From an optimization exercise on the open Yosys and OpenROAD flow, aimed at a short achievable clock period and few clock cycles per item; shortcuts taken in it are not production practice.
Only simulation tests tie the RTL to the original design; equivalence was not proved.

== old ==
// patina_lane
module patina_lane (
    input  wire               clk,
    input  wire               rst,
    input  wire        [17:0] clamp_c,
    input  wire               lin_bypass,
    input  wire signed [31:0] k1,
    input  wire signed [31:0] k2,
    input  wire signed [31:0] k3,
    input  wire               patina_en,
    input  wire signed [11:0] dp,
    input  wire         [2:0] es,
    input  wire         [2:0] eq,
    input  wire        [15:0] out_offset,
    input  wire               in_valid,
    output wire               in_ready,
    input  wire        [13:0] in_code,
    input  wire        [31:0] in_entry,
    output wire               out_valid,
    input  wire               out_ready,
    output wire        [15:0] out_pix,
    output wire               out_hi,
    output wire               out_lo,
    output wire               out_defect
);
Size in the first run: ~17000 cells after synthesis, ~2700 flip-flops, about 220 I/O pins, roughly 190000 sq um of cells after synthesis.
Settings: LEC_CHECK=0, CAP_MARGIN=20, CORE_MARGIN=2, CORE_UTILIZATION=70, PLACE_DENSITY=0.8, SLEW_MARGIN=65; clock period 20.0 ns.
standard.sh (not shown) runs the stock make flow with config.mk's settings and CLKGATE_MAP_FILE= SYNTH_SCRIPT=/design/flow/synth_recipe.tcl, a recipe that flattens the netlist after the stock synthesis.
==> flow/flow/run.sh <==
#!/bin/bash
# Layout flow: the standard ORFS flow (standard.sh) with two changes:
#  - the port buffers are plain sky130_fd_sc_hd__buf_4 cells (every input
#    and output port still gets its buffer; buffer_ports would otherwise pick
#    a clkdlybuf4s50_1 delay cell);
#  - after placement, the output port buffers are resized to buf_6 and the
#    flip-flops that drive them to sky130_fd_sc_hd__dfxtp_2 (same cell
#    types, other drive strengths), and the placement is legalized again
#    (flow/resize_out.tcl).
# Each step's full output goes to a log file of its own here.
set -euo pipefail
export BUFFER_PORTS_ARGS="-buffer_cell sky130_fd_sc_hd__buf_4"
bash standard.sh place > flow_place.log 2>&1
RES="orfs/results/$FLOW_PLATFORM/patina_lane/base" \
LIB="$FLOW_HOME/platforms/$FLOW_PLATFORM/lib/sky130_fd_sc_hd__tt_025C_1v80.lib" \
  openroad -no_init -exit flow/resize_out.tcl > flow_resize.log 2>&1
bash standard.sh > flow_finish.log 2>&1
==> flow/flow/resize_out.tcl <==
# Resize the output port buffers to buf_6 and the flip-flops that drive
# them to dfxtp_2 (same cell types, other drive strengths), then legalize
# the placement. Reads and rewrites 3_place.odb in $RES.
set res $::env(RES)
read_liberty $::env(LIB)
read_db $res/3_place.odb
read_sdc $res/3_place.sdc
source $::env(FLOW_HOME)/platforms/sky130hd/setRC.tcl
set n 0
foreach port [get_ports -filter "direction == output"] {
  set buf [get_cells -of_objects [get_pins -of_objects [get_nets [get_full_name $port]] -filter "direction == output"]]
  if {[get_property $buf ref_name] == "sky130_fd_sc_hd__buf_4"} {
    replace_cell $buf sky130_fd_sc_hd__buf_6
  }
  foreach ipin [get_pins -of_objects $buf -filter "direction == input"] {
    set drvpin [get_pins -of_objects [get_nets -of_objects $ipin] -filter "direction == output"]
    set ff [get_cells -of_objects $drvpin]
    set ref [get_property $ff ref_name]
    if {[string match "sky130_fd_sc_hd__dfxtp_*" $ref]} {
      replace_cell $ff sky130_fd_sc_hd__dfxtp_2
      incr n
    }
  }
}
puts "resized $n output flip-flops"
set_placement_padding -global -left 0 -right 0
detailed_placement
check_placement
write_db $res/3_place.odb
Testbench counts of old, summed over its fixed seeds: cycles 39,674, items 35,275.
[inputs] new vs old
- PLACE_DENSITY removed (was 0.8)
- CORE_UTILIZATION changed from 70 to 40
--- a/flow/flow/run.sh
+++ b/flow/flow/run.sh
@@ -6,4 +6,3 @@
-#  - after placement, the output port buffers are resized to buf_6 and the
-#    flip-flops that drive them to sky130_fd_sc_hd__dfxtp_2 (same cell
-#    types, other drive strengths), and the placement is legalized again
-#    (flow/resize_out.tcl).
+#  - after placement, the flip-flops that drive the output port buffers are
+#    upsized to sky130_fd_sc_hd__dfxtp_4 (same cell type, stronger drive)
+#    and the placement is legalized again (flow/resize_out.tcl).
--- a/flow/flow/resize_out.tcl
+++ b/flow/flow/resize_out.tcl
@@ -1,3 +1,2 @@
-# Resize the output port buffers to buf_6 and the flip-flops that drive
-# them to dfxtp_2 (same cell types, other drive strengths), then legalize
-# the placement. Reads and rewrites 3_place.odb in $RES.
+# Upsize the flip-flops that drive the output port buffers to dfxtp_4,
+# then legalize the placement. Reads and rewrites 3_place.odb in $RES.
@@ -12,3 +10,0 @@
-  if {[get_property $buf ref_name] == "sky130_fd_sc_hd__buf_4"} {
-    replace_cell $buf sky130_fd_sc_hd__buf_6
-  }
@@ -20 +16 @@
-      replace_cell $ff sky130_fd_sc_hd__dfxtp_2
+      replace_cell $ff sky130_fd_sc_hd__dfxtp_4
@@ -25 +21 @@
-puts "resized $n output flip-flops"
+puts "upsized $n output flip-flops"
==> notes.md <==
- Each of the runs, namely new and old, reached the end of the flow and came out clean.
- On worst path setup slack after routing, the higher figure sits with old, not new.
- Going from old to new, hold slack shows a reduction of 0.026 ns; mean number of vias per cell fell 0.84.
- In the reports for new and old, the smaller number of non-clock buffers in the layout belongs to old.

Starting RTL as in the previous note.
// patina_lane
module patina_lane (
    input  wire               clk,
    input  wire               rst,
    input  wire        [17:0] clamp_c,
    input  wire               lin_bypass,
    input  wire signed [31:0] k1,
    input  wire signed [31:0] k2,
    input  wire signed [31:0] k3,
    input  wire               patina_en,
    input  wire signed [11:0] dp,
    input  wire         [2:0] es,
    input  wire         [2:0] eq,
    input  wire        [15:0] out_offset,
    input  wire               in_valid,
    output wire               in_ready,
    input  wire        [13:0] in_code,
    input  wire        [31:0] in_entry,
    output wire               out_valid,
    input  wire               out_ready,
    output wire        [15:0] out_pix,
    output wire               out_hi,
    output wire               out_lo,
    output wire               out_defect
);
    localparam QD = 16;
    reg          in_rdy_r;
    reg   [QD:0] cred;
    reg          ov;                
    wire         take    = in_valid && in_rdy_r;
    wire         deliver = ov && out_ready;
    always @(posedge clk) begin
        if (rst) begin
            cred     <= 0;
            in_rdy_r <= 1'b1;
        end else begin
            if (take && !deliver)
                cred <= {cred[QD-1:0], 1'b1};
  ...
Settings: LEC_CHECK=0, CAP_MARGIN=20, CORE_MARGIN=2, CORE_UTILIZATION=60, GPL_TIMING_DRIVEN=1, PLACE_DENSITY=0.72, SLEW_MARGIN=65; clock period 20.0 ns.
==> flow/flow/run.sh <==
#!/bin/bash
# Layout flow: the standard ORFS flow (standard.sh) with two changes:
#  - the port buffers are plain sky130_fd_sc_hd__buf_4 cells (every input
#    and output port still gets its buffer; buffer_ports would otherwise pick
#    a clkdlybuf4s50_1 delay cell);
#  - after placement, the output port buffers are resized to buf_6 and the
#    flip-flops that drive them to sky130_fd_sc_hd__dfxtp_2 (same cell
#    types, other drive strengths), and the placement is legalized again
#    (flow/resize_out.tcl).
# Each step's full output goes to a log file of its own here.
set -euo pipefail
export BUFFER_PORTS_ARGS="-buffer_cell sky130_fd_sc_hd__buf_4"
bash standard.sh place > flow_place.log 2>&1
RES="orfs/results/$FLOW_PLATFORM/patina_lane/base" \
LIB="$FLOW_HOME/platforms/$FLOW_PLATFORM/lib/sky130_fd_sc_hd__tt_025C_1v80.lib" \
  openroad -no_init -exit flow/resize_out.tcl > flow_resize.log 2>&1
bash standard.sh > flow_finish.log 2>&1
==> flow/flow/resize_out.tcl <==
# Resize the output port buffers to buf_6 and the flip-flops that drive
# them to dfxtp_2 (same cell types, other drive strengths), then legalize
# the placement. Reads and rewrites 3_place.odb in $RES.
set res $::env(RES)
read_liberty $::env(LIB)
read_db $res/3_place.odb
read_sdc $res/3_place.sdc
source $::env(FLOW_HOME)/platforms/sky130hd/setRC.tcl
set n 0
foreach port [get_ports -filter "direction == output"] {
  set buf [get_cells -of_objects [get_pins -of_objects [get_nets [get_full_name $port]] -filter "direction == output"]]
  if {[get_property $buf ref_name] == "sky130_fd_sc_hd__buf_4"} {
    replace_cell $buf sky130_fd_sc_hd__buf_6
  }
  foreach ipin [get_pins -of_objects $buf -filter "direction == input"] {
    set drvpin [get_pins -of_objects [get_nets -of_objects $ipin] -filter "direction == output"]
    set ff [get_cells -of_objects $drvpin]
    set ref [get_property $ff ref_name]
    if {[string match "sky130_fd_sc_hd__dfxtp_*" $ref]} {
      replace_cell $ff sky130_fd_sc_hd__dfxtp_2
      incr n
    }
  }
}
puts "resized $n output flip-flops"
set_placement_padding -global -left 0 -right 0
detailed_placement
check_placement
write_db $res/3_place.odb
The first run finished with timing, DRC and antenna clean.
Testbench counts at the start, summed over its fixed seeds: cycles 39,674, items 35,275.
Edit:
- GPL_TIMING_DRIVEN: 1 -> unset
After rerunning: The new run went through all stages and came out clean. Critical path depth does not change. Global-route usage does not change. Area after synthesis stays the same. Register-to-register slack is about the same. Wire length stays the same. Setup slack does not change. Maximum frequency is unchanged. Core utilization does not change.

## static timing again, ports no longer ideal
The results above use ideal ports. As a check the final layouts listed here were re-extracted and re-timed, cells and wires unchanged. Step 1, drivers: a clkbuf_16 drives clk and a buf_2 each remaining input, both assumed. Step 2, shift: input delay + t, output delay - t, t = (earliest + latest rising clock arrival at the registers) / 2. This alone moves slack from input paths to output paths. a / b / c = ideal ports / drivers / drivers and shift; a / b = the first two.
| run | shift t [ns] | setup slack, ns | hold WS [ns] | worst setup path at the end |
|---|---|---|---|---|
| old | 1.006 | 14.566 / 14.462 / 14.192 | 0.307 / 0.307 / 0.307 | input to register |
| new | 1.060 | 14.510 / 14.397 / 13.917 | 0.282 / 0.282 / 0.282 | input to register |
| the first run of note 2 | 1.000 | 14.602 / 14.498 / 14.210 | 0.285 / 0.285 / 0.285 | input to register |
| the second run of note 2 | 1.000 | 14.602 / 14.498 / 14.210 | 0.285 / 0.285 / 0.285 | input to register |
After both steps setup and hold are still met in every run listed. For new, which loses most, drivers alone change the setup slack by -0.113 ns; drivers and shift together by -0.593 ns.
